This is an optimization exercise on Yosys and OpenROAD, whose aim is small area, a short achievable clock period and few clock cycles per item, not a production implementation. The RTL was checked by simulation tests, not by an equivalence proof against the original design. Power and IR drop assume default switching activity.

**constraint.sdc**
```tcl
create_clock -name core_clock -period 10.0 [get_ports {clk}]
set_input_delay 2.0000 -clock core_clock [delete_from_list [all_inputs] [get_ports {clk}]]
set_output_delay 2.0000 -clock core_clock [all_outputs]
set_load 0.01 [all_outputs]
```
**config.mk**
```make
export PLATFORM = sky130hd
export DESIGN_NAME = voler_agu
export DESIGN_NICKNAME = voler_agu
export VERILOG_FILES = /design/flow/design.v
export SDC_FILE = /design/flow/constraint.sdc
export NUM_CORES = 4
export LEC_CHECK = 0
export CAP_MARGIN = 20
export CORE_MARGIN = 2
export CORE_UTILIZATION = 30
export SLEW_MARGIN = 20
```
**run.sh**
```bash
#!/bin/bash
# synth_recipe.tcl (not shown) runs the flow's synth.tcl, then flattens the netlist and writes it again
# the make line also repeats each setting of config.mk as NAME=value (left out here)
make -C /OpenROAD-flow-scripts/flow DESIGN_CONFIG=/design/flow/config.mk WORK_HOME=/design/flow/orfs CLKGATE_MAP_FILE= SYNTH_SCRIPT=/design/flow/synth_recipe.tcl finish
```
**design.v**
```verilog
module voler_agu (
    input  wire        clk,
    input  wire        rst,
    input  wire        in_valid,
    output wire        in_ready,
    input  wire [31:0] in_instr,
    input  wire [23:0] in_d,
    input  wire [14:0] in_base,
    output reg         out_valid,
    output reg  [14:0] out_addr0,
    output reg  [14:0] out_addr1,
    output reg  [14:0] out_addr2,
    output reg  [23:0] out_data
);
    localparam [7:0] OP_DSTART = 8'h03;
    localparam [7:0] OP_LDA    = 8'h12;
    localparam [7:0] OP_MVA    = 8'h13;
    localparam [7:0] OP_LD     = 8'h20;
    localparam [7:0] OP_ST     = 8'h21;
    localparam [7:0] OP_LD2    = 8'h22;
    localparam [7:0] OP_STA    = 8'h23;
    localparam [7:0] OP_MACM   = 8'h43;
    localparam [7:0] OP_TAPX   = 8'h44;
    assign in_ready = 1'b1;
    wire       fire = in_valid && !rst;
    wire [7:0] op   = in_instr[31:24];
    wire d_mem1 = (op == OP_LD) || (op == OP_ST) || (op == OP_STA) || (op == OP_MACM);
    wire d_ld2  = (op == OP_LD2);
    wire d_tapx = (op == OP_TAPX);
    wire d_lda  = (op == OP_LDA);
    wire d_mva  = (op == OP_MVA);
    wire d_dst  = (op == OP_DSTART);
    wire [2:0] am1_mode = in_instr[5:3];
    wire [2:0] am1_p    = in_instr[2:0];
    wire [2:0] am2_mode = in_instr[11:9];
    wire [2:0] am2_p    = in_instr[8:6];
    wire [2:0] t_pc     = in_instr[19:17];
    wire [2:0] t_pd     = in_instr[16:14];
    wire       t_dir    = in_instr[3];
    wire       t_move   = in_instr[20];
    wire [2:0] x_cls    = in_instr[23:21];
    wire [2:0] x_i      = in_instr[20:18];
    wire       x_flag   = in_instr[17];
    wire d_am = d_mem1 || d_ld2;
    wire d_x  = d_lda || d_mva;
    wire d_xw = d_lda || (d_mva && !x_flag);      
    wire d_xr = d_mva && x_flag;                  
    wire [2:0] d_ia = d_tapx ? t_pc : (d_x ? x_i : am1_p);
    wire [2:0] d_ib = d_tapx ? t_pd : am2_p;
    wire am1_upd = (am1_mode == 3'd1) || (am1_mode == 3'd2) || (am1_mode == 3'd3);
    wire am2_upd = (am2_mode == 3'd1) || (am2_mode == 3'd2) || (am2_mode == 3'd3);
    wire [15:0] d_v = d_lda ? (x_flag ? {1'b0, in_base + in_instr[14:0]} : in_instr[15:0])
                            : in_d[15:0];
    reg  [7:0]  e_sa, e_sb;        
    reg         e_a_upd, e_a_n, e_a_neg, e_a_ea;
    reg         e_b_upd, e_b_n, e_b_neg, e_b_ea;
    reg         e_c_neg, e_mv;
    reg         e_o0, e_o1, e_res;
    reg         e_wp, e_wn, e_wm, e_wb;
    reg         e_rp, e_rn, e_rm, e_rb;
    reg         e_dst;
    reg  [15:0] e_v;
    integer k;
    always @(posedge clk) begin
        for (k = 0; k < 8; k = k + 1) begin
            e_sa[k] <= fire && (d_am || d_tapx || d_x) && (d_ia == k);
            e_sb[k] <= fire && (d_ld2 || d_tapx) && (d_ib == k);
        end
        e_a_upd <= fire && ((d_am && am1_upd) || d_tapx);
        e_a_n   <= d_am && ((am1_mode == 3'd3) || (am1_mode == 3'd4));
        e_a_neg <= d_am && (am1_mode == 3'd2);
        e_a_ea  <= d_am && (am1_mode == 3'd4);
        e_b_upd <= fire && ((d_ld2 && am2_upd) || d_tapx);
        e_b_n   <= d_ld2 && ((am2_mode == 3'd3) || (am2_mode == 3'd4));
        e_b_neg <= d_ld2 ? (am2_mode == 3'd2) : !t_dir;
        e_b_ea  <= d_ld2 && (am2_mode == 3'd4);
        e_c_neg <= t_dir;
        e_mv    <= d_tapx && t_move;
        e_o0    <= d_am || d_tapx;
        e_o1    <= d_ld2 || d_tapx;
        e_res   <= fire && (d_am || d_tapx || d_xr);
        e_wp    <= fire && d_xw && (x_cls == 3'd0);
        e_wn    <= fire && d_xw && (x_cls == 3'd1);
        e_wm    <= fire && d_xw && (x_cls == 3'd2);
        e_wb    <= fire && d_xw && (x_cls != 3'd0) && (x_cls != 3'd1) && (x_cls != 3'd2);
        e_rp    <= d_xr && (x_cls == 3'd0);
        e_rn    <= d_xr && (x_cls == 3'd1);
        e_rm    <= d_xr && (x_cls == 3'd2);
        e_rb    <= d_xr && (x_cls != 3'd0) && (x_cls != 3'd1) && (x_cls != 3'd2);
        e_dst   <= fire && d_dst;
        e_v     <= d_v;
    end
    reg [14:0] p_r  [0:7];
    reg [15:0] n_r  [0:7];
    reg [14:0] m_r  [0:7];    
    reg [14:0] lp_r [0:7];    
    reg [7:0]  pend;
    reg [14:0] b_r  [0:7];
    reg [14:0] a_p, a_m, a_l, a_b, b_p, b_m, b_l, b_b;
    reg [15:0] a_n, b_n;
    reg        a_pd, b_pd;
    always @(*) begin
        a_p = 15'd0; a_m = 15'd0; a_l = 15'd0; a_b = 15'd0; a_n = 16'd0; a_pd = 1'b0;
        b_p = 15'd0; b_m = 15'd0; b_l = 15'd0; b_b = 15'd0; b_n = 16'd0; b_pd = 1'b0;
        for (k = 0; k < 8; k = k + 1) begin
            a_p  = a_p  | ({15{e_sa[k]}} & p_r[k]);
            a_n  = a_n  | ({16{e_sa[k]}} & n_r[k]);
            a_m  = a_m  | ({15{e_sa[k]}} & m_r[k]);
            a_l  = a_l  | ({15{e_sa[k]}} & lp_r[k]);
            a_b  = a_b  | ({15{e_sa[k]}} & b_r[k]);
            a_pd = a_pd | (e_sa[k] & pend[k]);
            b_p  = b_p  | ({15{e_sb[k]}} & p_r[k]);
            b_n  = b_n  | ({16{e_sb[k]}} & n_r[k]);
            b_m  = b_m  | ({15{e_sb[k]}} & m_r[k]);
            b_l  = b_l  | ({15{e_sb[k]}} & lp_r[k]);
            b_b  = b_b  | ({15{e_sb[k]}} & b_r[k]);
            b_pd = b_pd | (e_sb[k] & pend[k]);
        end
    end
    function automatic [15:0] step;
        input [14:0] p;
        input [15:0] s;
        input [14:0] la;
        input [14:0] lp;
        input        pd;
        input [14:0] b;
        reg   [17:0] dhi, dlo;
        reg   [14:0] q, rhi, rlo;
        reg          nz, chi, clo;
        begin
            dhi = {3'b000, p} + {{2{s[15]}}, s} - {3'b000, b} - {3'b000, la};
            dlo = {3'b000, p} + {{2{s[15]}}, s} - {3'b000, b};
            q   = p + s[14:0];
            rhi = p + s[14:0] - la;
            rlo = p + s[14:0] + (pd ? lp : la);
            nz  = |la;
            chi = !dhi[17];
            clo = dlo[17];
            if (nz && chi)      step = {1'b1, rhi};
            else if (nz && clo) step = {1'b1, rlo};
            else                step = {1'b0, q};
        end
    endfunction
    wire [15:0] a_s = e_a_n ? a_n : (e_a_neg ? 16'hFFFF : 16'd1);
    wire [15:0] b_s = e_b_n ? b_n : (e_b_neg ? 16'hFFFF : 16'd1);
    wire [15:0] c_s = e_c_neg ? 16'hFFFF : 16'd1;
    wire [15:0] a_st = step(a_p, a_s, a_m, a_l, a_pd, a_b);
    wire [15:0] b_st = step(b_p, b_s, b_m, b_l, b_pd, b_b);
    wire [15:0] c_st = step(b_p, c_s, b_m, b_l, 1'b0, b_b);
    wire [14:0] a_ea = e_a_ea ? (a_p + a_n[14:0]) : a_p;
    wire [14:0] b_ea = e_b_ea ? (b_p + b_n[14:0]) : b_p;
    wire a_mz = (a_m == 15'd0);
    always @(posedge clk) begin
        for (k = 0; k < 8; k = k + 1) begin
            if (rst) begin
                p_r[k]  <= 15'd0;
                n_r[k]  <= 16'd0;
                m_r[k]  <= 15'd0;
                lp_r[k] <= 15'd0;
                b_r[k]  <= 15'd0;
                pend[k] <= 1'b0;
            end else begin
                if (e_sb[k] && e_b_upd)
                    p_r[k] <= b_st[14:0];
                else if (e_sa[k] && e_a_upd)
                    p_r[k] <= a_st[14:0];
                else if (e_sa[k] && e_wp)
                    p_r[k] <= e_v[14:0];
                if (e_sa[k] && e_wn)
                    n_r[k] <= e_v;
                if (e_sa[k] && e_wb)
                    b_r[k] <= e_v[14:0];
                if (e_dst) begin
                    pend[k] <= 1'b0;
                end else if (pend[k] && ((e_sa[k] && ((e_a_upd && a_st[15]) || e_wp)) ||
                                         (e_sb[k] && e_b_upd && b_st[15]))) begin
                    m_r[k]  <= lp_r[k];
                    pend[k] <= 1'b0;
                end else if (e_sa[k] && e_wm) begin
                    if (a_mz) begin
                        m_r[k]  <= e_v[14:0];
                        pend[k] <= 1'b0;
                    end else begin
                        lp_r[k] <= e_v[14:0];
                        pend[k] <= 1'b1;
                    end
                end
            end
        end
    end
    always @(posedge clk) begin
        out_valid <= !rst && e_res;
        out_addr0 <= e_o0 ? a_ea : 15'd0;
        out_addr1 <= e_o1 ? b_ea : 15'd0;
        out_addr2 <= e_mv ? c_st[14:0] : 15'd0;
        out_data  <= ({24{e_rp}} & {9'd0, a_p}) |
                     ({24{e_rn}} & {{8{a_n[15]}}, a_n}) |
                     ({24{e_rm}} & {9'd0, a_m}) |
                     ({24{e_rb}} & {9'd0, a_b});
    end
endmodule
```
==> flow_metrics.tcl, run 1 <==
set metrics [dict create \
    setup_viol 0 \
    grt_max_degree 193 \
    ir_worst_vdd_mv 0.127 \
    p_total_mw 7.02 \
    post-route-min-period_ns 8.60 \
    synthFlopType "dfxtp_1" \
    io_buffers 135 \
    antenna_found_initial 14 \
    die-area_um2 169000 \
    syn_area_per_cell_um2 7.94 \
    slew_viol_final 0 \
    die_h_um 411 \
    ios 145 \
    synthArstFlopShare_pct 0 \
    nets 6515 \
    arrival_ns 9.14 \
    rrSetupSlack_ns 1.40 \
    nFillCells 17139 \
    synth_edf_count 0 \
    routedWlPerCell_um 27.3 \
    cp.required_ns 10.54 \
    clock-sinks 732 \
    cts_buffers 84 \
    syn_inst 6269 \
    synth-simple-area-share_pct 18.4 \
    synthTopCellsByCount "803 x nand2_1, 732 x dfxtp_1, 628 x a22oi_1" \
    min_period_over_period_pct 86.0 \
    num_vias 51539 \
    drcViolationCount 0 \
    clockBufferDepth 3 \
    syn_area_um2 49800 \
    drive_above_1_share_pct 7.61 \
    power-per-cell-area_nw_per_um2 126 \
    cts_root_buffer "clkbuf_16" \
    status "complete, no violations" \
    ys_types 115 \
    worstSetupEndpointType "flip-flop" \
    path_class "reg -> reg" \
    synthTopCellsByArea "dfxtp_1 29%, a22oi_1 9.5%, ha_1 6.5%" \
    grt_pass1_vias 48087 \
    ant_nets 0 \
    max_stage_delay_ns 0.81 \
    max_freq_mhz 116 \
    htreeDepth 3 \
    firstDrtPassIters 10 \
    synth_top_cell_area_share_pct 29.4 \
    coreArea_um2 165000 \
    tightestPinTransition_ns 1.25 \
    synth_top_family_by_area "compound AO/OA/AOI/OAI gates" \
    synth_largest_area_cell "dfxtp_1" \
    setup_tns_ns 0 \
    synth-compound-area-share_pct 27.8 \
    viasPerCell 6.14 \
    hold_class "reg -> reg" \
    fp.dieW_um 411 \
    reg2reg_depth 28 \
    drv_cap 0 \
    relSlewSlack_pct 16.9 \
    dp_hpwl_um 153000 \
    ctsResizeCount 0 \
    cp_slowest_cell "dfxtp_4" \
    track_usage_pct 25.9 \
    cts_tree "done" \
    start_util_pct 30.2 \
    yosys_warnings 6 \
    dr.first_iter.drc_count 7732 \
    overflow 0 \
    ys_seq_area_share_pct 29.4 \
    p_leak_nw 20.4 \
    grt_pass1_wl_um 328000 \
    clkSlewWorstSetupHoldPaths_ns 0.07 \
    num_rows 149 \
    routed_wl_um 229000 \
    finClkSkew_ns 0.0469 \
    yosys.area_share.adder_pct 8.79 \
    rsz0062_at_grt "false" \
    worstPathMaxFanout 30 \
    yosysMostFrequentCell "nand2_1" \
    insertion_delay_ns 0.73 \
    hold_viol 0 \
    syn_to_final_growth_pct 12.1 \
    holdPathStages 1 \
    synthMuxAreaShare_pct 6.42 \
    crit_top_cell "nand4_1" \
    syn_nets 6659 \
    ctsHoldBuffers 0 \
    synth_xor_area_share_pct 2.81 \
    cts_setup_buffers 0 \
    cp-start-kind "flip-flop" \
    routabilityCongestion 0.976 \
    ys_ff_latch 732 \
]
==> cell type report <==
cell class,instances,area [um2],area share [%]
Tap cell,2189,2740,4.91
Timing Repair Buffer,267,2440,4.37
Antenna cell,10,25.0,0.0448
Clock inverter,36,593,1.06
Inverter,219,822,1.47
Clock buffer,116,2450,4.39
Multi-Input combinational cell,4821,32000,57.3
Sequential cell,732,14700,26.4
==> registers in the layout, indices dropped and copies added (netlist names), 8 cells and up <==
signal     cells
e_sb           8
out_addr0     15
m_r          120
e_v           16
lp_r         120
n_r          128
p_r          120
out_addr2     15
pend           8
b_r          120
out_addr1     15
out_data      16
e_sa           8
==> logic make-up after synthesis <==
family                     Yosys count
muxes                              303
DFF                                732
buffers and inverters              716
xor gates and xnor gates           159
other                                1
and+or+nand+nor                   2025
AOI/OAI and AO/OA                 2017
adders and majority gates          316
==> worst paths after layout <==
path	startpoint	end
hold reg to reg	e_res	out_valid
setup reg to reg	e_sb[4]	m_r[7][13]
setup / recovery	e_sb[4]	m_r[7][13]
hold / removal	e_res	out_valid
==> where the power goes <==
| part | total [mW] | internal (mW) | switching [mW] | leakage (nW) |
|---|---|---|---|---|
| registers | 2.94 | 2.92 | 0.0292 | 5.91 |
| logic | 0.599 | 0.220 | 0.380 | 13.0 |
| clock network | 3.47 | 2.08 | 1.40 | 1.48 |
| total | 7.02 | 5.21 | 1.80 | 20.4 |
==> layer usage <==
metal	vias up	GRT usage [%]	wire [um]	part of all wire, %
li1	22723	-	-	-
met1	24365	31.5	85200	37
met2	3481	39.3	97600	43
met3	960	7.86	29200	13
met4	10	17.6	17300	7.5
met5	-	0	74	0.032
==> placed cells by master (no fill, tap or decap), types with 61 or more instances in the layout <==
master           instances
a21o_1                  61
a21oi_1                502
a22oi_1                628
buf_4                  126
clkbuf_16               88
clkdlybuf4s50_1        134
dfxtp_1                703
ha_1                   260
inv_1                  216
mux2_1                  67
mux2i_1                186
nand2_1                803
nand3_1                163
nand4_1                140
nor2_1                 493
nor3_1                 169
o21ai_0                159
o21ai_1                 89
o22ai_1                179
xnor2_1                109
==> critical path: cells and delay by family, from the launching register on <==
family | cells | cell delay, ns
buffers and inverters | 3 | 0.85
AO/OA/AOI/OAI | 12 | 3.33
adder cells (fa/ha/maj) | 3 | 1.27
XOR/XNOR | 1 | 0.16
flip-flops | 1 | 0.81
AND/OR/NAND/NOR | 9 | 1.84
==> stage by stage <==
| stage | hold slack (ns) | util [%] | area [um2] | setup WS (ns) | std cells |
|---|---|---|---|---|---|
| 2_1_floorplan | 0.414 | - | 49800 | 3.04 | 6269 |
| 3_3_place_gp | 0.454 | 32.0 | 52700 | 1.74 | 8226 |
| 3_5_place_dp | 0.438 | 32.0 | 52700 | 1.74 | 8226 |
| 4_1_cts | 0.459 | 33.8 | 55700 | 1.67 | 8378 |
| 5_1_grt | 0.482 | 33.9 | 55800 | 0.864 | 8386 |
| 6_report | 0.457 | 33.9 | 55800 | 1.40 | 8390 |
Testbench counts, summed over its fixed seeds: cycles 160,016, items 160,000.
==> inputs of run 2 (changes only) <==
--- a/design.v
+++ b/design.v
@@ -119,3 +119,3 @@
     end
-    function automatic [15:0] step;
+    function automatic [30:0] step;
         input [14:0] p;
@@ -126,17 +126,30 @@
         input [14:0] b;
-        reg   [17:0] dhi, dlo;
-        reg   [14:0] q, rhi, rlo;
+        reg   [17:0] xp, xs, xb, xl, s1, c1, s2, c2, dhi, dlo;
+        reg   [14:0] l, t1, k1, t2, k2, q, rhi, rlo;
         reg          nz, chi, clo;
         begin
-            dhi = {3'b000, p} + {{2{s[15]}}, s} - {3'b000, b} - {3'b000, la};
-            dlo = {3'b000, p} + {{2{s[15]}}, s} - {3'b000, b};
-            q   = p + s[14:0];
-            rhi = p + s[14:0] - la;
-            rlo = p + s[14:0] + (pd ? lp : la);
-            nz  = |la;
+            xp  = {3'b000, p};
+            xs  = {{2{s[15]}}, s};
+            xb  = ~{3'b000, b};
+            xl  = ~{3'b000, la};
+            s1  = xp ^ xs ^ xb;
+            c1  = {(xp[16:0] & xs[16:0]) | (xp[16:0] & xb[16:0]) | (xs[16:0] & xb[16:0]), 1'b1};
+            s2  = s1 ^ c1 ^ xl;
+            c2  = {(s1[16:0] & c1[16:0]) | (s1[16:0] & xl[16:0]) | (c1[16:0] & xl[16:0]), 1'b1};
+            dhi = s2 + c2;                   
+            dlo = s1 + c1;                   
             chi = !dhi[17];
             clo = dlo[17];
-            if (nz && chi)      step = {1'b1, rhi};
-            else if (nz && clo) step = {1'b1, rlo};
-            else                step = {1'b0, q};
+            l   = pd ? lp : la;
+            t1  = p ^ s[14:0] ^ ~la;
+            k1  = {(p[13:0] & s[13:0]) | (p[13:0] & ~la[13:0]) | (s[13:0] & ~la[13:0]), 1'b1};
+            rhi = t1 + k1;
+            t2  = p ^ s[14:0] ^ l;
+            k2  = {(p[13:0] & s[13:0]) | (p[13:0] & l[13:0]) | (s[13:0] & l[13:0]), 1'b0};
+            rlo = t2 + k2;
+            q   = p + s[14:0];
+            nz  = |la;
+            if (nz && chi)      step = {q, 1'b1, rhi};
+            else if (nz && clo) step = {q, 1'b1, rlo};
+            else                step = {q, 1'b0, q};
         end
@@ -146,7 +159,7 @@
     wire [15:0] c_s = e_c_neg ? 16'hFFFF : 16'd1;
-    wire [15:0] a_st = step(a_p, a_s, a_m, a_l, a_pd, a_b);
-    wire [15:0] b_st = step(b_p, b_s, b_m, b_l, b_pd, b_b);
-    wire [15:0] c_st = step(b_p, c_s, b_m, b_l, 1'b0, b_b);
-    wire [14:0] a_ea = e_a_ea ? (a_p + a_n[14:0]) : a_p;
-    wire [14:0] b_ea = e_b_ea ? (b_p + b_n[14:0]) : b_p;
+    wire [30:0] a_st = step(a_p, a_s, a_m, a_l, a_pd, a_b);
+    wire [30:0] b_st = step(b_p, b_s, b_m, b_l, b_pd, b_b);
+    wire [30:0] c_st = step(b_p, c_s, b_m, b_l, 1'b0, b_b);
+    wire [14:0] a_ea = e_a_ea ? a_st[30:16] : a_p;
+    wire [14:0] b_ea = e_b_ea ? b_st[30:16] : b_p;
     wire a_mz = (a_m == 15'd0);
@@ -172,17 +185,16 @@
                     b_r[k] <= e_v[14:0];
-                if (e_dst) begin
+                if (pend[k] && ((e_sa[k] && ((e_a_upd && a_st[15]) || e_wp)) ||
+                                (e_sb[k] && e_b_upd && b_st[15])))
+                    m_r[k] <= lp_r[k];
+                else if (e_sa[k] && e_wm && a_mz)
+                    m_r[k] <= e_v[14:0];
+                if (e_sa[k] && e_wm && !a_mz)
+                    lp_r[k] <= e_v[14:0];
+                if (e_dst)
                     pend[k] <= 1'b0;
-                end else if (pend[k] && ((e_sa[k] && ((e_a_upd && a_st[15]) || e_wp)) ||
-                                         (e_sb[k] && e_b_upd && b_st[15]))) begin
-                    m_r[k]  <= lp_r[k];
+                else if (e_sa[k] && e_wm)
+                    pend[k] <= !a_mz;
+                else if ((e_sa[k] && ((e_a_upd && a_st[15]) || e_wp)) ||
+                         (e_sb[k] && e_b_upd && b_st[15]))
                     pend[k] <= 1'b0;
-                end else if (e_sa[k] && e_wm) begin
-                    if (a_mz) begin
-                        m_r[k]  <= e_v[14:0];
-                        pend[k] <= 1'b0;
-                    end else begin
-                        lp_r[k] <= e_v[14:0];
-                        pend[k] <= 1'b1;
-                    end
-                end
             end
--- a/config.mk
+++ b/config.mk
@@ -9,3 +9,4 @@
 export CORE_MARGIN = 2
-export CORE_UTILIZATION = 30
+export CORE_UTILIZATION = 45
+export SETUP_SLACK_MARGIN = 5
 export SLEW_MARGIN = 20
==> flow_metrics.tcl, run 2 <==
set metrics [dict create \
    status "complete, but fails checks" \
    violations "max-capacitance violations, max-slew violations" \
    num_vias 54437 \
    die-area_um2 113000 \
    rrSetupSlack_ns 4.70 \
    cp-start-kind "flip-flop" \
    insertion_delay_ns 0.70 \
    grt_pass1_vias 48546 \
    clockBufferDepth 3 \
    synthFlopType "dfxtp_1" \
    drive_above_1_share_pct 18.9 \
    rsz0062_at_grt "true" \
    max_freq_mhz 189 \
    slew_viol_final 16 \
    grt.busiest_layer "met2" \
    finClkSkew_ns 0.0439 \
    ios 145 \
    routedWlPerCell_um 31.3 \
    cts_tree "done" \
    synthArstFlopShare_pct 0 \
    worstPathMaxFanout 16 \
    htreeDepth 3 \
    routed_wl_um 250000 \
    grt_pass1_wl_um 335000 \
    fin_ws_ns 4.70 \
    min_period_over_period_pct 53.0 \
    overflow 0 \
    cp.required_ns 10.58 \
    die_h_um 336 \
    ant_nets 0 \
    ir_worst_vdd_mv 0.124 \
    setup_tns_ns 0 \
    cts_root_buffer "clkbuf_16" \
    ys_ff_latch 732 \
    syn_nets 6690 \
    nets 6920 \
    synthTopCellsByArea "dfxtp_1 29%, nand2_1 8.1%, a22oi_1 7.8%" \
    post-route-min-period_ns 5.30 \
    fp.dieW_um 336 \
    arrival_ns 5.89 \
    dp_hpwl_um 147000 \
    nFillCells 9761 \
    dr.first_iter.drc_count 9203 \
    tightestPinTransition_ns 1.59 \
    synthTopCellsByCount "1067 x nand2_1, 732 x dfxtp_1, 716 x a21oi_1" \
    track_usage_pct 40.3 \
    start_util_pct 45.5 \
    synth_largest_area_cell "dfxtp_1" \
    hold_class "reg -> reg" \
    synth_top_cell_area_share_pct 29.5 \
    syn_to_final_growth_pct 26.1 \
    routabilityCongestion 0.983 \
    antenna_found_initial 27 \
    cts_buffers 85 \
    yosys_warnings 6 \
    clkSlewWorstSetupHoldPaths_ns 0.07 \
    hold_viol 0 \
    drv_cap 1 \
    coreArea_um2 109000 \
    final_util_pct 57.4 \
    synth_edf_count 0 \
    use_met2_pct 57.9 \
    syn_inst 6205 \
    drcViolationCount 0 \
    worstSetupEndpointType "flip-flop" \
    grt_util_met1_pct 49.9 \
    setup_viol 0 \
    layout_common_cells "1039 x nand2_1, 706 x dfxtp_1, 667 x a21oi_1" \
    syn_area_um2 49700 \
    yosysMostFrequentCell "nand2_1" \
    ys_seq_area_share_pct 29.5 \
    hold_slack_ns 0.465 \
    io_buffers 135 \
    num_rows 121 \
    p_total_mw 6.80 \
    p_leak_nw 23.4 \
    layout_commonest_cell "nand2_1" \
    path_class "reg -> reg" \
    clock-sinks 732 \
    largest_reg_flops 128 \
    ys_types 91 \
    gr-usage-met3_pct 14.8 \
    syn_area_per_cell_um2 8.01 \
    holdPathStages 1 \
    power-per-cell-area_nw_per_um2 109 \
    top_register "n_r" \
    relSlewSlack_pct -6.06 \
    reg2reg_depth 22 \
    place_ws_ns 3.12 \
    firstDrtPassIters 11 \
    grt_max_degree 159 \
    viasPerCell 6.81 \
]
[run 2: cell types whose count changed in the layout (fill, tap and decap cells not counted), moves of 98 or more]
cell | before | now
nor2_1 | 493 | 235
nand2_1 | 803 | 1039
a21oi_1 | 502 | 667
buf_4 | 126 | 287
o22ai_1 | 179 | 29
a22oi_1 | 628 | 493
fa_1 | 56 | 168
inv_1 | 216 | 319
mux2i_1 | 186 | 83
nand3_1 | 163 | 61
nor3_1 | 169 | 68
a211oi_2 | 2 | 100
[run 2: metrics by stage]
step                instances  area (um2)
floorplan                6205       49700
global placement         7444       52000
detailed placement       7445       52000
CTS                      7779       58400
global route             7982       62600
finish                   7988       62600
[run 2: timing repair]
| item | in CTS | in global routing |
|---|---|---|
| setup endpoints to repair | 263 | 248 |
| setup buffers | 156 | 165 |
| gates resized for setup | 301 | 478 |
| hold buffers | 0 | 0 |
| cloned | 21 | 37 |
| pin swaps | 45 | 290 |
[run 2: final timing paths]
check	from	endpoint
worst max register to register	e_sa[6]	p_r[3][13]
worst max-delay path	e_sa[6]	p_r[3][13]
worst min-delay path	e_res	out_valid
worst min register to register	e_res	out_valid
[run 2: kinds of logic (layout without fill, tap and decap cells)]
| group | Yosys count | in the layout | synth area share, % |
|---|---|---|---|
| AOI/OAI and AO/OA | 2107 | 2110 | 29.2 |
| and+or+nand+nor | 1873 | 1873 | 16.9 |
| buffers and inverters | 852 | 1149 | 6.96 |
| DFF | 732 | 732 | 29.5 |
| adders and majority gates | 411 | 411 | 13.0 |
| xor gates and xnor gates | 115 | 115 | 2.03 |
| muxes | 114 | 114 | 2.40 |
| other | 1 | 8 | 0.00755 |
[run 2: final cells by class]
| class | count | area [um2] | share of cell area, % |
|---|---|---|---|
| clock buffers | 123 | 2550 | 4.08 |
| well taps | 1476 | 1850 | 2.95 |
| multi-input cells | 4624 | 34000 | 54.3 |
| flip-flops and latches | 732 | 14700 | 23.5 |
| clock inverters | 34 | 324 | 0.517 |
| diodes | 7 | 17.5 | 0.0280 |
| repair buffers | 643 | 7810 | 12.5 |
| inverters | 349 | 1350 | 2.16 |
[run 2: critical path, stage by stage (launching register included)]
cell      delay (ns)
dfxtp_4         0.38
buf_12          0.15
buf_12          0.15
buf_16          0.17
a22oi_2         0.20
nand4_1         0.73
nor2_1          0.32
a21oi_1         0.09
fa_1            0.55
ha_2            0.20
inv_1           0.06
fa_2            0.37
nor2b_4         0.13
o31a_1          0.21
o21ai_4         0.10
a211oi_2        0.27
o41ai_2         0.10
xor2_1          0.14
buf_4           0.17
o21ai_2         0.15
buf_6           0.17
nor2_4          0.04
o32ai_2         0.30
[run 2: power breakdown]
part	switching (mW)	internal, mW	total, mW	leakage, nW
sequential	0.00675	2.92	2.92	5.91
combinational	0.382	0.221	0.602	16.1
clock	1.39	1.88	3.28	1.42
total	1.78	5.02	6.80	23.4
[run 2: per-layer routing]
metal  wire [um]  up-vias
li1            -    22929
met1       87300    25612
met2       99200     4487
met3       40300     1379
met4       23100       30
met5         208        -
Testbench counts of run 2, summed over its fixed seeds: cycles 160,016, items 160,000.
==> inputs of run 3 (changes only) <==
--- a/config.mk
+++ b/config.mk
@@ -7,3 +7,3 @@
 export LEC_CHECK = 0
-export CAP_MARGIN = 20
+export CAP_MARGIN = 40
 export CORE_MARGIN = 2
@@ -11,2 +11,2 @@
 export SETUP_SLACK_MARGIN = 5
-export SLEW_MARGIN = 20
+export SLEW_MARGIN = 40
==> flow_metrics.tcl, run 3 <==
set metrics [dict create \
    status "complete, no violations" \
    fp.dieW_um 336 \
    p_leak_nw 23.2 \
    post-route-min-period_ns 5.28 \
    routedWlPerCell_um 31.5 \
    cp-start-kind "flip-flop" \
    grt_pass1_wl_um 345000 \
    finalInstanceArea_um2 62100 \
    layout_commonest_cell "nand2_1" \
    holdPathStages 1 \
    routed_wl_um 250000 \
    nets 6871 \
    overflow 0 \
    yosys_warnings 6 \
    layout_common_cells "1031 x nand2_1, 704 x dfxtp_1, 682 x a21oi_1" \
    critical_path_buf_inv_count 9 \
    insertion_delay_ns 0.71 \
    synthTopCellsByArea "dfxtp_1 29%, nand2_1 8.1%, a22oi_1 7.8%" \
    cp_slowest_cell "fa_1" \
    ant_nets 0 \
    drv_cap 0 \
    ir_worst_vdd_mv 0.121 \
    finClkSkew_ns 0.0372 \
    internal_power_mw 5.06 \
    crit_cells 21 \
    track_usage_pct 41.7 \
    hold_class "reg -> reg" \
    viasPerCell 6.82 \
    setup_viol 0 \
    syn_to_final_growth_pct 25.0 \
    cts_tree "done" \
    min_period_over_period_pct 52.8 \
    drive_above_1_share_pct 17.4 \
    drcViolationCount 0 \
    switching_share_pct 26.0 \
    crit_top_cell "buf_12" \
    comb_power_share_pct 8.8 \
    hold_slack_ns 0.465 \
    grt_max_degree 159 \
    largest_reg_flops 128 \
    ys_seq_area_share_pct 29.5 \
    synth_largest_area_cell "dfxtp_1" \
    syn_inst 6205 \
    synth_edf_count 0 \
    synth_top_cell_area_share_pct 29.5 \
    arrival_ns 5.81 \
    cp.required_ns 10.53 \
    reg2reg_depth 21 \
    start_util_pct 45.5 \
    max_freq_mhz 189 \
    pwr-share-clk_pct 48.5 \
    die_h_um 336 \
    antenna_found_initial 18 \
    power_frac_seq_pct 42.7 \
    crit_chain "buf_16, a222oi_1, a41oi_4, fa_1, inv_2, fa_1, inv_2, ha_4, or4_4, o21ai_4, a311oi_2, buf_4, o21ai_4, o21ai_4, buf_12, a311oi_4, buf_12, buf_12, buf_12, buf_16, a211oi_2" \
    grt_pass1_vias 49564 \
    worstSetupEndpointType "flip-flop" \
    ff_latch_area_um2 14700 \
    die-area_um2 113000 \
    cp_top_family "compound AO/OA/AOI/OAI gates" \
    cts_root_buffer "clkbuf_16" \
    clkSlewWorstSetupHoldPaths_ns 0.06 \
    synthArstFlopShare_pct 0 \
    dp_hpwl_um 147000 \
    firstDrtPassIters 10 \
    relSlewSlack_pct 34.2 \
    clock-sinks 732 \
    synthTopCellsByCount "1067 x nand2_1, 732 x dfxtp_1, 716 x a21oi_1" \
    max_stage_delay_ns 0.66 \
    ys_types 91 \
    dr.first_iter.drc_count 9110 \
    yosysMostFrequentCell "nand2_1" \
    clockBufferDepth 3 \
    power-per-cell-area_nw_per_um2 110 \
    p_total_mw 6.84 \
    rsz0062_at_grt "true" \
    syn_area_per_cell_um2 8.01 \
    path_class "reg -> reg" \
    synthFlopType "dfxtp_1" \
    p_sw_mw 1.78 \
    num_vias 54128 \
    io_buffers 135 \
    top_register "n_r" \
    nFillCells 9761 \
    placed_area_um2 52200 \
    syn_nets 6690 \
    routabilityCongestion 0.983 \
    slew_viol_final 0 \
    syn_area_um2 49700 \
    cts_buffers 84 \
    coreArea_um2 109000 \
    htreeDepth 3 \
    num_rows 121 \
    worstPathMaxFanout 8 \
    ios 145 \
    tightestPinTransition_ns 0.987 \
    multi_input_area_um2 33600 \
    setup_tns_ns 0 \
    hold_viol 0 \
    ys_ff_latch 732 \
]
[run 3: power by group through the flow]
stage | combinational, mW | sequential (mW) | clock [mW]
3_5_place_dp | 0.521 | 2.99 | 0
2_1_floorplan | 0.351 | 2.99 | 0
6_report | 0.598 | 2.92 | 3.32
5_1_grt | 0.643 | 2.92 | 3.41
3_3_place_gp | 0.515 | 2.99 | 0
4_1_cts | 0.553 | 2.92 | 3.29
[run 3: timing repair]
item	CTS	global route
hold buffers	0	0
resized for setup	354	246
endpoints found under the setup margin	249	248
buffers inserted	187	81
endpoints found under the hold margin	0	0
pin swaps	93	180
gates cloned	41	15
[run 3: final cells by class]
type                    instances  share of cell area, %
diodes                          6                 0.0242
clock buffers                 114                   3.88
clock inverters                43                  0.770
inverters                     349                   2.15
multi-input cells            4623                   54.1
flip-flops and latches        732                   23.7
well taps                    1476                   2.97
repair buffers                596                   12.4
[run 3: path summary, 6_finish.rpt]
kind,to,startpoint,slack [ns]
max reg2reg,m_r[3][11],e_sb[2],4.72
min,out_valid,e_res,0.47
max,m_r[3][11],e_sb[2],4.72
min reg2reg,out_valid,e_res,0.47
[run 3: worst register-to-register path, cell delays in order (launching register included)]
cell,delay [ns]
dfxtp_4,0.41
buf_16,0.15
a222oi_1,0.49
a41oi_4,0.36
fa_1,0.66
inv_2,0.05
fa_1,0.51
inv_2,0.05
ha_4,0.15
or4_4,0.42
o21ai_4,0.17
a311oi_2,0.12
buf_4,0.17
o21ai_4,0.20
o21ai_4,0.16
buf_12,0.20
a311oi_4,0.24
buf_12,0.18
buf_12,0.12
buf_12,0.10
buf_16,0.15
a211oi_2,0.07
[run 3: routing by layer]
| metal | part of all wire [%] | global-route usage, % | up-vias | wire, um |
|---|---|---|---|---|
| li1 | - | - | 22832 | - |
| met1 | 35 | 50.7 | 25498 | 86600 |
| met2 | 39 | 58.9 | 4341 | 98000 |
| met3 | 16 | 17.9 | 1427 | 41200 |
| met4 | 9.6 | 29.6 | 30 | 23900 |
| met5 | 0.12 | 0 | - | 308 |
[run 3: cell families (layout without fill, tap and decap cells)]
group	count (synthesis)	after routing	synth area share, %
adders and majority gates	411	411	13.0
muxes	114	114	2.40
buffers and inverters	852	1102	6.96
other	1	7	0.00755
AOI/OAI and AO/OA	2107	2109	29.2
and+or+nand+nor	1873	1873	16.9
DFF	732	732	29.5
xor gates and xnor gates	115	115	2.03
[run 3: through the flow]
step	utilization, %	instances	setup slack [ns]
after detailed placement	47.9	7449	3.15
final	56.9	7939	4.72
after global placement	47.6	7444	3.11
after floorplan	-	6205	5.01
after CTS	54.7	7834	4.82
after global routing	56.9	7933	4.64
==> inputs of run 4 (changes only) <==
--- a/design.v
+++ b/design.v
@@ -12,4 +12,7 @@
     output reg  [14:0] out_addr2,
-    output reg  [23:0] out_data
+    output wire [23:0] out_data
 );
+    reg [14:0] out_d;
+    reg        out_sgn;
+    assign out_data = {{9{out_sgn}}, out_d};
     localparam [7:0] OP_DSTART = 8'h03;
@@ -171,3 +174,2 @@
                 m_r[k]  <= 15'd0;
-                lp_r[k] <= 15'd0;
                 b_r[k]  <= 15'd0;
@@ -190,4 +192,2 @@
                     m_r[k] <= e_v[14:0];
-                if (e_sa[k] && e_wm && !a_mz)
-                    lp_r[k] <= e_v[14:0];
                 if (e_dst)
@@ -203,2 +203,7 @@
     always @(posedge clk) begin
+        for (k = 0; k < 8; k = k + 1)
+            if (!rst && e_sa[k] && e_wm && !a_mz)
+                lp_r[k] <= e_v[14:0];
+    end
+    always @(posedge clk) begin
         out_valid <= !rst && e_res;
@@ -207,6 +212,5 @@
         out_addr2 <= e_mv ? c_st[14:0] : 15'd0;
-        out_data  <= ({24{e_rp}} & {9'd0, a_p}) |
-                     ({24{e_rn}} & {{8{a_n[15]}}, a_n}) |
-                     ({24{e_rm}} & {9'd0, a_m}) |
-                     ({24{e_rb}} & {9'd0, a_b});
+        out_d     <= ({15{e_rp}} & a_p) | ({15{e_rn}} & a_n[14:0]) |
+                     ({15{e_rm}} & a_m) | ({15{e_rb}} & a_b);
+        out_sgn   <= e_rn && a_n[15];
     end
==> flow_metrics.tcl, run 4 <==
set metrics [dict create \
    status "complete, no violations" \
    synthArstFlopShare_pct 0 \
    insertion_delay_ns 0.73 \
    routedWlPerCell_um 32.6 \
    syn_area_per_cell_um2 8.57 \
    ant_nets 0 \
    crit_chain "buf_6, clkbuf_16, a22oi_2, and4_4, inv_1, fa_1, inv_2, fa_1, ha_1, o211ai_1, a21o_1, a221oi_2, o21ai_2, a21o_2, buf_12, o21ai_4, buf_12, buf_12, nand2_8, a21o_4, buf_12, a211oi_1" \
    viasPerCell 6.96 \
    cp.required_ns 10.56 \
    tightestPinTransition_ns 1.26 \
    slew_viol_final 0 \
    ys_ff_latch 732 \
    cp_top_family "compound AO/OA/AOI/OAI gates" \
    multi_input_area_um2 32100 \
    r2r_start "e_sb[3]" \
    synth_top_family_by_area "compound AO/OA/AOI/OAI gates" \
    drv_cap 0 \
    arrival_ns 5.77 \
    syn_area_um2 49400 \
    rrSetupSlack_ns 4.80 \
    cts_tree "done" \
    layout_commonest_cell "nand2_1" \
    finClkSkew_ns 0.0638 \
    worstSetupEndpointType "flip-flop" \
    nets 6560 \
    max_freq_mhz 192 \
    ios 145 \
    dr.first_iter.drc_count 9218 \
    hold_class "reg -> reg" \
    p_total_mw 7.11 \
    setup_viol 0 \
    rsz0062_at_grt "true" \
    drcViolationCount 0 \
    synthTopCellsByArea "dfxtp_1 25%, a22oi_1 8.4%, edfxtp_1 7.3%" \
    layout_common_cells "779 x nand2_1, 581 x dfxtp_1, 540 x a21oi_1" \
    synthFlopType "dfxtp_1" \
    largest_reg_flops 128 \
    dp_hpwl_um 148000 \
    ff_latch_area_um2 15900 \
    post-route-min-period_ns 5.20 \
    synth_edf_count 120 \
    placed_area_um2 51700 \
    cp-start-kind "flip-flop" \
    path_class "reg -> reg" \
    grt_pass1_vias 48080 \
    worstPathMaxFanout 15 \
    r2r_end "m_r[7][2]" \
    cp_slowest_cell "fa_1" \
    hold_slack_ns 0.469 \
    clockBufferDepth 3 \
    syn_inst 5762 \
    syn_to_final_growth_pct 25.4 \
    die-area_um2 112000 \
    cts_buffers 86 \
    finalInstanceArea_um2 61900 \
    track_usage_pct 41.1 \
    num_vias 52672 \
    reg2reg_depth 22 \
    num_rows 121 \
    htreeDepth 3 \
    yosys.area_share.adder_pct 13.1 \
    fp.dieW_um 335 \
    setup_tns_ns 0 \
    fin_ws_ns 4.80 \
    routabilityCongestion 0.960 \
    place_ws_ns 2.93 \
    start_util_pct 45.4 \
    p_leak_nw 21.9 \
    max_stage_delay_ns 0.55 \
    clock-sinks 732 \
    hold_start "b_r[2][3]" \
    crit_top_cell "buf_12" \
    hold_viol 0 \
    synth_largest_area_cell "dfxtp_1" \
    io_buffers 135 \
    cts_root_buffer "clkbuf_16" \
    firstDrtPassIters 9 \
    syn_nets 6247 \
    power-per-cell-area_nw_per_um2 115 \
    synthMuxAreaShare_pct 1.30 \
    grt_max_degree 128 \
    coreArea_um2 109000 \
    overflow 0 \
    synth_xor_area_share_pct 2.02 \
    antenna_found_initial 21 \
    final_util_pct 56.9 \
    synthTopCellsByCount "793 x nand2_1, 612 x dfxtp_1, 568 x a21oi_1" \
    synth-simple-area-share_pct 14.2 \
    grt_pass1_wl_um 337000 \
    yosysMostFrequentCell "nand2_1" \
    yosys_warnings 6 \
    stdcell_count 7569 \
    ys_seq_area_share_pct 32.1 \
    die_h_um 335 \
    top_register "n_r" \
    routed_wl_um 247000 \
    holdPathStages 2 \
    ctsHoldBuffers 0 \
    drive_above_1_share_pct 19.3 \
    ir_worst_vdd_mv 0.140 \
    min_period_over_period_pct 52.0 \
    relSlewSlack_pct 16.0 \
    holdPathEnd "b_r[2][3]" \
    clkSlewWorstSetupHoldPaths_ns 0.06 \
    synth_top_cell_area_share_pct 24.8 \
    nFillCells 9581 \
    ys_types 96 \
    critical_path_buf_inv_count 8 \
    placed_cells 6996 \
    synth-compound-area-share_pct 30.5 \
]
run 4: cell types whose count changed in the layout (fill, tap and decap cells not counted), sizes merged, moves of 55 or more:
cell and delta:
a21oi -143, dfxtp -120, a211oi +192, nor2 -55, edfxtp +120, nand2 -269, buf +80
run 4: how the worst max path moves through the flow:
stage	endpoint	start	cells past startpoint	slack, ns
6_report	m_r[7][2]	e_sb[3]	22	4.80
5_1_grt	m_r[6][2]	e_sb[6]	21	4.76
4_1_cts	m_r[0][4]	e_sb[3]	23	4.92
3_5_place_dp	m_r[5][4]	e_sa[1]	18	2.93
3_3_place_gp	m_r[5][4]	e_sa[1]	18	2.98
2_1_floorplan	m_r[7][14]	e_sb[7]	23	5.01
run 4: per-layer routing:
| layer | wire length (um) | global-route usage [%] | part of all wire [%] |
|---|---|---|---|
| met1 | 86400 | 49.9 | 35 |
| met2 | 98600 | 58.8 | 40 |
| met3 | 39100 | 17.2 | 16 |
| met4 | 22400 | 28.2 | 9.1 |
| met5 | 533 | 0.174 | 0.22 |
run 4: worst register-to-register path, cell delays in order (launching register included):
cell and delay, ns:
dfxtp_4 0.42, buf_6 0.19, clkbuf_16 0.21, a22oi_2 0.20
and4_4 0.35, inv_1 0.09, fa_1 0.55, inv_2 0.05
fa_1 0.48, ha_1 0.31, o211ai_1 0.09, a21o_1 0.19
a221oi_2 0.25, o21ai_2 0.11, a21o_2 0.23, buf_12 0.15
o21ai_4 0.07, buf_12 0.17, buf_12 0.13, nand2_8 0.12
a21o_4 0.27, buf_12 0.16, a211oi_1 0.26
run 4: cell type report:
class | count | share of cell area, %
Timing Repair Buffer | 670 | 12.6
Multi-Input combinational cell | 4254 | 51.8
Tap cell | 1414 | 2.86
Sequential cell | 732 | 25.7
Inverter | 331 | 2.04
Antenna cell | 7 | 0.0283
Clock buffer | 102 | 3.69
Clock inverter | 59 | 1.30
run 4: what timing repair did:
item / in CTS / in global routing
pin swaps: 97 / 168
setup endpoints to repair: 271 / 251
cloned: 18 / 22
gates resized for setup: 291 / 287
endpoints found under the hold margin: 0 / 0
setup buffers: 226 / 135
run 4: cell families (layout without fill, tap and decap cells):
| group | after synthesis | count (layout) |
|---|---|---|
| AOI/OAI and AO/OA | 2128 | 2131 |
| and+or+nand+nor | 1529 | 1534 |
| buffers and inverters | 784 | 1162 |
| DFF | 732 | 732 |
| adders and majority gates | 411 | 411 |
| xor gates and xnor gates | 114 | 114 |
| muxes | 63 | 63 |
| other | 1 | 8 |
run 4: where the power goes:
part | switching, mW | internal [mW]
registers | 0.0143 | 2.99
clock network | 1.46 | 2.04
logic | 0.369 | 0.226
Testbench counts of run 4, summed over its fixed seeds: cycles 160,016, items 160,000.
==> inputs of run 5 (changes only) <==
--- a/design.v
+++ b/design.v
@@ -57,4 +57,4 @@
     reg  [7:0]  e_sa, e_sb;        
-    reg         e_a_upd, e_a_n, e_a_neg, e_a_ea;
-    reg         e_b_upd, e_b_n, e_b_neg, e_b_ea;
+    reg         e_a_upd, e_a_ea;
+    reg         e_b_upd, e_b_ea;
     reg         e_c_neg, e_mv;
@@ -66,14 +66,15 @@
     integer k;
-    always @(posedge clk) begin
+    reg [7:0] d_sa, d_sb;
+    always @(*) begin
         for (k = 0; k < 8; k = k + 1) begin
-            e_sa[k] <= fire && (d_am || d_tapx || d_x) && (d_ia == k);
-            e_sb[k] <= fire && (d_ld2 || d_tapx) && (d_ib == k);
-        end
+            d_sa[k] = fire && (d_am || d_tapx || d_x) && (d_ia == k);
+            d_sb[k] = fire && (d_ld2 || d_tapx) && (d_ib == k);
+        end
+    end
+    always @(posedge clk) begin
+        e_sa    <= d_sa;
+        e_sb    <= d_sb;
         e_a_upd <= fire && ((d_am && am1_upd) || d_tapx);
-        e_a_n   <= d_am && ((am1_mode == 3'd3) || (am1_mode == 3'd4));
-        e_a_neg <= d_am && (am1_mode == 3'd2);
         e_a_ea  <= d_am && (am1_mode == 3'd4);
         e_b_upd <= fire && ((d_ld2 && am2_upd) || d_tapx);
-        e_b_n   <= d_ld2 && ((am2_mode == 3'd3) || (am2_mode == 3'd4));
-        e_b_neg <= d_ld2 ? (am2_mode == 3'd2) : !t_dir;
         e_b_ea  <= d_ld2 && (am2_mode == 3'd4);
@@ -101,23 +102,63 @@
     reg [14:0] b_r  [0:7];
+    reg [14:0] r_ap, r_am, r_al, r_ab, r_bp, r_bm, r_bl, r_bb;
+    reg [15:0] r_an, r_bn;
+    reg        r_apd, r_bpd;
+    always @(*) begin
+        r_ap = 15'd0; r_am = 15'd0; r_al = 15'd0; r_ab = 15'd0; r_an = 16'd0; r_apd = 1'b0;
+        r_bp = 15'd0; r_bm = 15'd0; r_bl = 15'd0; r_bb = 15'd0; r_bn = 16'd0; r_bpd = 1'b0;
+        for (k = 0; k < 8; k = k + 1) begin
+            r_ap  = r_ap  | ({15{d_sa[k]}} & p_r[k]);
+            r_an  = r_an  | ({16{d_sa[k]}} & n_r[k]);
+            r_am  = r_am  | ({15{d_sa[k]}} & m_r[k]);
+            r_al  = r_al  | ({15{d_sa[k]}} & lp_r[k]);
+            r_ab  = r_ab  | ({15{d_sa[k]}} & b_r[k]);
+            r_apd = r_apd | (d_sa[k] & pend[k]);
+            r_bp  = r_bp  | ({15{d_sb[k]}} & p_r[k]);
+            r_bn  = r_bn  | ({16{d_sb[k]}} & n_r[k]);
+            r_bm  = r_bm  | ({15{d_sb[k]}} & m_r[k]);
+            r_bl  = r_bl  | ({15{d_sb[k]}} & lp_r[k]);
+            r_bb  = r_bb  | ({15{d_sb[k]}} & b_r[k]);
+            r_bpd = r_bpd | (d_sb[k] & pend[k]);
+        end
+    end
     reg [14:0] a_p, a_m, a_l, a_b, b_p, b_m, b_l, b_b;
-    reg [15:0] a_n, b_n;
     reg        a_pd, b_pd;
-    always @(*) begin
-        a_p = 15'd0; a_m = 15'd0; a_l = 15'd0; a_b = 15'd0; a_n = 16'd0; a_pd = 1'b0;
-        b_p = 15'd0; b_m = 15'd0; b_l = 15'd0; b_b = 15'd0; b_n = 16'd0; b_pd = 1'b0;
-        for (k = 0; k < 8; k = k + 1) begin
-            a_p  = a_p  | ({15{e_sa[k]}} & p_r[k]);
-            a_n  = a_n  | ({16{e_sa[k]}} & n_r[k]);
-            a_m  = a_m  | ({15{e_sa[k]}} & m_r[k]);
-            a_l  = a_l  | ({15{e_sa[k]}} & lp_r[k]);
-            a_b  = a_b  | ({15{e_sa[k]}} & b_r[k]);
-            a_pd = a_pd | (e_sa[k] & pend[k]);
-            b_p  = b_p  | ({15{e_sb[k]}} & p_r[k]);
-            b_n  = b_n  | ({16{e_sb[k]}} & n_r[k]);
-            b_m  = b_m  | ({15{e_sb[k]}} & m_r[k]);
-            b_l  = b_l  | ({15{e_sb[k]}} & lp_r[k]);
-            b_b  = b_b  | ({15{e_sb[k]}} & b_r[k]);
-            b_pd = b_pd | (e_sb[k] & pend[k]);
-        end
-    end
+    function automatic [76:0] fwd;
+        input [7:0]  sel;
+        input [14:0] rp;
+        input [15:0] rn;
+        input [14:0] rb;
+        input [14:0] rm;
+        input [14:0] rl;
+        input        rpd;
+        input [7:0]  sa;         
+        input [7:0]  sb;
+        input        a_pw;       
+        input [14:0] pa;
+        input        b_pw;       
+        input [14:0] pb;
+        input        wn, wb, wm, mz, dst;
+        input [15:0] v;
+        input        a_tk;       
+        input [14:0] la_a;
+        input        b_tk;
+        input [14:0] la_b;
+        input        a_ev;       
+        input        b_ev;
+        reg          ma, mb;
+        reg   [14:0] p, b, m, l;
+        reg   [15:0] n;
+        reg          pd;
+        begin
+            ma = |(sel & sa);
+            mb = |(sel & sb);
+            p  = (mb && b_pw) ? pb : ((ma && a_pw) ? pa : rp);
+            n  = (ma && wn) ? v : rn;
+            b  = (ma && wb) ? v[14:0] : rb;
+            m  = (ma && a_tk) ? la_a : ((mb && b_tk) ? la_b : ((ma && wm && mz) ? v[14:0] : rm));
+            l  = (ma && wm && !mz) ? v[14:0] : rl;
+            pd = dst ? 1'b0 : ((ma && wm) ? !mz : (((ma && a_ev) || (mb && b_ev)) ? 1'b0 : rpd));
+            fwd = {pd, l, m, b, n, p};
+        end
+    endfunction
     function automatic [30:0] step;
@@ -159,4 +200,7 @@
     endfunction
-    wire [15:0] a_s = e_a_n ? a_n : (e_a_neg ? 16'hFFFF : 16'd1);
-    wire [15:0] b_s = e_b_n ? b_n : (e_b_neg ? 16'hFFFF : 16'd1);
+    reg  [15:0] a_s, b_s;
+    wire        d_an  = (d_am && ((am1_mode == 3'd3) || (am1_mode == 3'd4))) || (d_xr && (x_cls == 3'd1));
+    wire        d_aneg = d_am && (am1_mode == 3'd2);
+    wire        d_bn  = d_ld2 && ((am2_mode == 3'd3) || (am2_mode == 3'd4));
+    wire        d_bneg = d_ld2 ? (am2_mode == 3'd2) : !t_dir;
     wire [15:0] c_s = e_c_neg ? 16'hFFFF : 16'd1;
@@ -168,2 +212,20 @@
     wire a_mz = (a_m == 15'd0);
+    wire        f_apw = e_a_upd || e_wp;
+    wire [14:0] f_pa  = e_a_upd ? a_st[14:0] : e_v[14:0];
+    wire        f_aev = (e_a_upd && a_st[15]) || e_wp;
+    wire        f_bev = e_b_upd && b_st[15];
+    wire [76:0] fa = fwd(d_sa, r_ap, r_an, r_ab, r_am, r_al, r_apd, e_sa, e_sb,
+                         f_apw, f_pa, e_b_upd, b_st[14:0], e_wn, e_wb, e_wm, a_mz, e_dst, e_v,
+                         a_pd && f_aev, a_l, b_pd && f_bev, b_l, f_aev, f_bev);
+    wire [76:0] fb = fwd(d_sb, r_bp, r_bn, r_bb, r_bm, r_bl, r_bpd, e_sa, e_sb,
+                         f_apw, f_pa, e_b_upd, b_st[14:0], e_wn, e_wb, e_wm, a_mz, e_dst, e_v,
+                         a_pd && f_aev, a_l, b_pd && f_bev, b_l, f_aev, f_bev);
+    always @(posedge clk) begin
+        {a_pd, a_l, a_m, a_b} <= fa[76:31];
+        a_p <= fa[14:0];
+        a_s <= d_an ? fa[30:15] : (d_aneg ? 16'hFFFF : 16'd1);
+        {b_pd, b_l, b_m, b_b} <= fb[76:31];
+        b_p <= fb[14:0];
+        b_s <= d_bn ? fb[30:15] : (d_bneg ? 16'hFFFF : 16'd1);
+    end
     always @(posedge clk) begin
@@ -212,5 +274,5 @@
         out_addr2 <= e_mv ? c_st[14:0] : 15'd0;
-        out_d     <= ({15{e_rp}} & a_p) | ({15{e_rn}} & a_n[14:0]) |
+        out_d     <= ({15{e_rp}} & a_p) | ({15{e_rn}} & a_s[14:0]) |
                      ({15{e_rm}} & a_m) | ({15{e_rb}} & a_b);
-        out_sgn   <= e_rn && a_n[15];
+        out_sgn   <= e_rn && a_s[15];
     end
==> flow/run.sh (new file) <==
#!/bin/bash
bash standard.sh SETUP_SLACK_MARGIN=${MARGIN:-5.5} finish > standard.log 2>&1
==> standard.sh (new file) <==
#!/bin/bash
# synth_recipe.tcl (not shown) runs the flow's synth.tcl, then flattens the netlist and writes it again
# the make line also repeats each setting of config.mk as NAME=value (left out here)
make -C /OpenROAD-flow-scripts/flow DESIGN_CONFIG=/design/flow/config.mk WORK_HOME=/design/flow/orfs CLKGATE_MAP_FILE= SYNTH_SCRIPT=/design/flow/synth_recipe.tcl "${@:-finish}"
removed: run.sh
==> flow_metrics.tcl, run 5 <==
set metrics [dict create \
    status "complete, no violations" \
    routedWlPerCell_um 32.2 \
    routed_wl_um 262000 \
    max_freq_mhz 218 \
    synthFlopType "dfxtp_1" \
    dr.first_iter.drc_count 9214 \
    syn_to_final_growth_pct 19.0 \
    cts_buffers 99 \
    clkSlewWorstSetupHoldPaths_ns 0.06 \
    routabilityCongestion 1.00 \
    cp_slowest_cell "dfxtp_1" \
    insertion_delay_ns 0.76 \
    fp.dieW_um 352 \
    arrival_ns 5.14 \
    ys_types 105 \
    dp_hpwl_um 164000 \
    synth_top_cell_area_share_pct 27.9 \
    rrSetupSlack_ns 5.42 \
    cts_tree "done" \
    num_vias 54969 \
    final_util_pct 54.1 \
    overflow 0 \
    setup_viol 0 \
    drcViolationCount 0 \
    yosysMostFrequentCell "nand2_1" \
    grt_max_degree 95 \
    reg2reg_depth 14 \
    clockBufferDepth 3 \
    finClkSkew_ns 0.0427 \
    r2r_start "b_b[10]" \
    yosys_warnings 6 \
    setup_tns_ns 0 \
    cp.required_ns 10.56 \
    syn_area_per_cell_um2 8.59 \
    synthArstFlopShare_pct 0 \
    antenna_found_initial 20 \
    ant_nets 0 \
    htreeDepth 3 \
    layout_commonest_cell "nand2_1" \
    ff_latch_area_um2 19000 \
    start_util_pct 45.5 \
    cp-start-kind "flip-flop" \
    holdPathEnd "out_valid" \
    hold_start "e_res" \
    p_total_mw 8.09 \
    clock-sinks 882 \
    die-area_um2 124000 \
    cts_root_buffer "clkbuf_16" \
    hold_viol 0 \
    relSlewSlack_pct 32.1 \
    worstPathMaxFanout 10 \
    tightestPinTransition_ns 1.02 \
    layout_common_cells "747 x nand2_1, 684 x dfxtp_1, 489 x a21oi_1" \
    drive_above_1_share_pct 13.8 \
    ys_seq_area_share_pct 34.5 \
    stdcell_count 8130 \
    ys_ff_latch 882 \
    nets 6913 \
    placed_cells 7747 \
    placed_area_um2 57800 \
    p_leak_nw 23.9 \
    holdPathStages 1 \
    firstDrtPassIters 9 \
    syn_inst 6360 \
    grt_pass1_wl_um 362000 \
    synthTopCellsByArea "dfxtp_1 28%, edfxtp_1 6.6%, fa_1 6.5%" \
    power-per-cell-area_nw_per_um2 124 \
    slew_viol_final 0 \
    synthTopCellsByCount "764 x nand2_1, 762 x dfxtp_1, 507 x a21oi_1" \
    syn_area_um2 54600 \
    drv_cap 0 \
    coreArea_um2 120000 \
    finalInstanceArea_um2 65000 \
    io_buffers 135 \
    r2r_end "a_p[5]" \
    ios 145 \
    crit_chain "fa_1, fa_1, inv_1, ha_1, a21oi_1, o21ai_0, nand2_1, a311oi_2, buf_6, buf_4, buf_4, a311o_1, o21ai_2, o21ai_0" \
    synth_largest_area_cell "dfxtp_1" \
    post-route-min-period_ns 4.58 \
    largest_reg_flops 128 \
    nFillCells 11024 \
    path_class "reg -> reg" \
    max_stage_delay_ns 0.75 \
    hold_class "reg -> reg" \
    track_usage_pct 39.6 \
    grt_pass1_vias 50712 \
    ir_worst_vdd_mv 0.139 \
    die_h_um 352 \
    worstSetupEndpointType "flip-flop" \
    num_rows 127 \
    viasPerCell 6.76 \
    rsz0062_at_grt "true" \
    syn_nets 6847 \
    multi_input_area_um2 33900 \
    synth_edf_count 120 \
    min_period_over_period_pct 45.8 \
    top_register "n_r" \
]
## run 5: cell types whose count changed after synthesis, moves of 40 or more
cell / delta
a211oi_2: -79
a21oi_1: -61
a221oi_1: +90
a22o_1: +135
a22oi_1: -248
buf_2: +42
clkbuf_1: +62
dfxtp_1: +150
inv_1: +40
mux2i_1: +180
nor2_1: +172
o211ai_1: +49
o21ai_0: +101
## run 5: final cells by class
type                       count  share of cell area [%]
clock inverter                42                   0.726
tap                         1612                    3.10
antenna                        9                  0.0347
multi-input combinational   4616                    52.2
sequential                   882                    29.2
clock buffer                 142                    4.52
timing repair buffer         456                    7.97
inverter                     371                    2.22
## run 5: where the power goes
part           internal, mW  switching, mW  leakage, nW
combinational         0.213          0.382         15.0
clock                  2.23           1.64         1.66
sequential             3.60         0.0264         7.25
total                  6.03           2.05         23.9
## run 5: kinds of logic (layout without fill, tap and decap cells)
kind of cell / count (synthesis) / in the layout / synth area share (%)
AOI/OAI and AO/OA: 2071 / 2073 / 25.8
adders and majority gates: 413 / 413 / 11.9
muxes: 274 / 274 / 5.14
other: 1 / 10 / 0.00687
and+or+nand+nor: 1724 / 1737 / 14.4
xor gates and xnor gates: 118 / 118 / 1.89
DFF: 882 / 882 / 34.5
buffers and inverters: 877 / 1011 / 6.35
## run 5: timing repair
| action | in CTS | in global routing |
|---|---|---|
| setup endpoints to repair | 429 | 304 |
| gates resized for setup | 330 | 168 |
| hold buffers | 0 | 0 |
| buffers inserted | 86 | 66 |
| pin swaps | 42 | 52 |
| gates cloned | 19 | 17 |
## run 5: worst max-delay path by stage
stage,from,endpoint,slack [ns],cells after the start
after floorplan,e_c_neg,out_addr2[11],5.10,15
after global placement,in_instr[29],a_m[4],2.93,13
after detailed placement,in_instr[24],b_b[6],3.03,10
after CTS,in_instr[25],b_s[11],5.50,15
after global routing,b_m[1],a_p[12],5.43,15
final,b_b[10],a_p[5],5.42,14
## run 5: metrics by stage
stage               hold slack [ns]  setup slack [ns]
global route                  0.458              5.43
detailed placement            0.433              3.03
floorplan                     0.403              5.10
finish                        0.439              5.42
CTS                           0.448              5.50
global placement              0.420              2.93
## run 5: routing by layer
layer  vias to the layer above  track usage [%]  share of wire [%]
met5                         -            0.885               0.10
met4                        22             26.8                8.7
met3                      1198             14.7                 15
met2                      4336             55.2                 39
met1                     26043             50.6                 37
li1                      23370                -                  -
## run 5: worst max-delay path: cells and delay by family (launching register included)
family                     cells  cell delay, ns
AOI/OAI and AO/OA              6            1.53
buffers and inverters          4            0.55
and+or+nand+nor                1            0.16
DFF                            1            0.75
adders and majority gates      3            1.39
Testbench counts of run 5, summed over its fixed seeds: cycles 160,016, items 160,000.
==> inputs of run 6 (changes only) <==
--- a/design.v
+++ b/design.v
@@ -64,3 +64,2 @@
     reg         e_dst;
-    reg  [15:0] e_v;
     integer k;
@@ -94,3 +93,2 @@
         e_dst   <= fire && d_dst;
-        e_v     <= d_v;
     end
@@ -212,2 +210,3 @@
     wire a_mz = (a_m == 15'd0);
+    wire [15:0] e_v = a_s;                        
     wire        f_apw = e_a_upd || e_wp;
@@ -225,3 +224,3 @@
         a_p <= fa[14:0];
-        a_s <= d_an ? fa[30:15] : (d_aneg ? 16'hFFFF : 16'd1);
+        a_s <= d_xw ? d_v : (d_an ? fa[30:15] : (d_aneg ? 16'hFFFF : 16'd1));
         {b_pd, b_l, b_m, b_b} <= fb[76:31];
==> flow_metrics.tcl, run 6 <==
set metrics [dict create \
    nets 6964 \
    grt_pass1_wl_um 369000 \
    max_stage_delay_ns 0.63 \
    syn_inst 6337 \
    tightestPinTransition_ns 0.939 \
    ios 145 \
    ir_worst_vdd_mv 0.136 \
    post-route-min-period_ns 4.70 \
    dr_wl_met2_um 108000 \
    grt_max_degree 165 \
    synthArstFlopShare_pct 0 \
    routedWlPerCell_um 33.3 \
    htreeDepth 3 \
    crit_chain "buf_8, buf_12, or4b_4, nor2_8, mux2_4, and3_4, a222oi_1, buf_4, nand2_4, buf_12, nand3_4, buf_12, buf_16, nand4_1, o221ai_1, a21oi_1" \
    ys_types 106 \
    worstPathMaxFanout 7 \
    syn_area_um2 54300 \
    top_register "n_r" \
    grt_pass1_vias 50774 \
    synth_edf_count 136 \
    overflow 0 \
    io_buffers 135 \
    firstDrtPassIters 9 \
    cts_tree "done" \
    ys_seq_area_share_pct 34.5 \
    syn_area_per_cell_um2 8.56 \
    ctsHoldBuffers 0 \
    finalInstanceArea_um2 65700 \
    clkSlewWorstSetupHoldPaths_ns 0.07 \
    yosysMostFrequentCell "nand2_1" \
    critical_path_buf_inv_count 6 \
    setup_tns_ns 0 \
    drv_cap 0 \
    syn_nets 6824 \
    cts_buffers 97 \
    cts_root_buffer "clkbuf_16" \
    comb_power_share_pct 6.6 \
    path_class "in -> reg" \
    dr.first_iter.drc_count 9120 \
    synthTopCellsByArea "dfxtp_1 27%, edfxtp_1 7.5%, fa_1 6.6%" \
    p_total_mw 7.92 \
    cp_top_family "simple AND/OR/NAND/NOR gates" \
    routed_wl_um 272000 \
    setup_viol 0 \
    slew_viol_final 0 \
    hold_class "reg -> reg" \
    synthFlopType "dfxtp_1" \
    insertion_delay_ns 0.75 \
    ant_nets 0 \
    clock-sinks 866 \
    layout_common_cells "766 x nand2_1, 689 x dfxtp_1, 512 x a21oi_1" \
    met3_length_um 41900 \
    cp_slowest_cell "or4b_4" \
    crit_top_cell "buf_12" \
    relSlewSlack_pct 37.4 \
    min_period_over_period_pct 47.0 \
    clockBufferDepth 3 \
    finClkSkew_ns 0.0494 \
    highest_layer "met5" \
    start_util_pct 45.3 \
    power_frac_seq_pct 44.7 \
    layout_commonest_cell "nand2_1" \
    drcViolationCount 0 \
    syn_to_final_growth_pct 21.1 \
    max_freq_mhz 213 \
    fp.dieW_um 351 \
    die_h_um 351 \
    synth_largest_area_cell "dfxtp_1" \
    placed_area_um2 57100 \
    hold_viol 0 \
    die-area_um2 123000 \
    synth_top_cell_area_share_pct 26.9 \
    cp.required_ns 10.62 \
    arrival_ns 5.32 \
    largest_reg_flops 128 \
    pwr-share-clk_pct 48.6 \
    track_usage_pct 41.7 \
    p_sw_mw 1.98 \
    antenna_found_initial 30 \
    status "complete, no violations" \
    synthTopCellsByCount "803 x nand2_1, 730 x dfxtp_1, 531 x a21oi_1" \
    coreArea_um2 120000 \
    num_vias 55782 \
    routabilityCongestion 1.02 \
    worstSetupEndpointType "flip-flop" \
    internal_power_mw 5.94 \
    dp_hpwl_um 159000 \
    rsz0062_at_grt "true" \
    yosys_warnings 6 \
    num_rows 127 \
    power-per-cell-area_nw_per_um2 120 \
    switching_share_pct 25.0 \
    viasPerCell 6.82 \
    p_leak_nw 24.6 \
    ys_ff_latch 866 \
    m1WireLength_um 95900 \
    drive_above_1_share_pct 15.3 \
    cp-start-kind "input port" \
]
[run 6: changes by cell type in the layout (fill, tap and decap cells not counted), sizes merged, moves of 32 or more]
cell / previous run / this run
buf: 308 / 376
o21ai: 325 / 233
nand4: 99 / 57
o22ai: 9 / 65
nand2: 766 / 807
dfxtp: 762 / 730
nor2: 407 / 478
[run 6: metal layers]
metal  vias to the layer above  track usage [%]
met5                         -                0
met4                        24             31.1
met3                      1390             17.2
met2                      4621             59.0
met1                     26403             50.4
li1                      23344                -
[run 6: power groups by stage]
stage | combinational (mW) | sequential, mW | clock (mW)
floorplan | 0.323 | 3.61 | 0
global route | 0.574 | 3.54 | 3.97
CTS | 0.493 | 3.54 | 3.82
detailed placement | 0.463 | 3.62 | 0
global placement | 0.458 | 3.62 | 0
finish | 0.526 | 3.54 | 3.85
[run 6: layout make-up]
type	count	area, um2
clock inverters	44	579
clock buffers	135	2760
flip-flops and latches	866	18800
diodes	13	32.5
well taps	1612	2020
inverters	377	1540
fillers	10841	54100
multi-input cells	4602	33800
repair buffers	533	6190
[run 6: worst paths after layout]
| path | startpoint | to | slack [ns] | cells after the start |
|---|---|---|---|---|
| worst min-delay path | e_res | out_valid | 0.45 | 1 |
| worst max register to register | a_s[4] | b_p[10] | 5.49 | 18 |
| worst min register to register | e_res | out_valid | 0.45 | 1 |
| worst max-delay path | in_instr[24] | b_m[10] | 5.30 | 16 |
[run 6: what timing repair did]
| item | CTS | global route |
|---|---|---|
| endpoints found under the setup margin | 441 | 414 |
| gates resized for setup | 305 | 255 |
| pin swaps | 39 | 54 |
| cloned | 32 | 21 |
| buffers inserted | 130 | 94 |
[run 6: metrics by stage]
stage / hold WS [ns] / utilization (%) / worst slack, ns / cells
6_report: 0.449 / 54.9 / 5.30 / 8182
5_1_grt: 0.485 / 54.8 / 5.31 / 8170
4_1_cts: 0.463 / 52.9 / 5.48 / 8049
3_5_place_dp: 0.429 / 47.6 / 2.89 / 7708
3_3_place_gp: 0.449 / 47.4 / 2.89 / 7702
2_1_floorplan: 0.403 / - / 5.23 / 6337
[run 6: kinds of logic (layout without fill, tap and decap cells)]
family | Yosys count | in the layout | synth area share (%)
AOI/OAI and AO/OA | 2087 | 2087 | 26.6
adders and majority gates | 413 | 413 | 12.0
muxes | 227 | 227 | 4.23
and+or+nand+nor | 1737 | 1751 | 14.2
DFF | 866 | 866 | 34.5
other | 1 | 14 | 0.00691
buffers and inverters | 883 | 1089 | 6.52
xor gates and xnor gates | 123 | 123 | 1.99
Testbench counts of run 6, summed over its fixed seeds: cycles 160,016, items 160,000.

separate check: timing with driven ports:
The flow's constraints put no driver on any port. The routed layouts listed below were extracted and timed again, unchanged, in two steps. Step 1: set_driving_cell puts a clkbuf_16 on clk and a buf_2 on each other input, an assumption about the parent block. Step 2 also shifts input and output timing later by t, the mid clock arrival at the registers, as if the neighbouring blocks saw the same clock. Slacks: ideal ports / drivers / drivers and shift; pairs: ideal ports / drivers.
| run | t, ns | setup slack, ns |
|---|---|---|
| run 1 | 0.788 | 1.403 / 1.403 / 1.403 |
| run 2 | 0.764 | 4.698 / 4.698 / 4.698 |
| run 3 | 0.772 | 4.722 / 4.722 / 4.722 |
| run 4 | 0.771 | 4.797 / 4.797 / 4.797 |
| run 5 | 0.811 | 5.423 / 5.423 / 4.644 |
| run 6 | 0.801 | 5.298 / 5.334 / 4.533 |
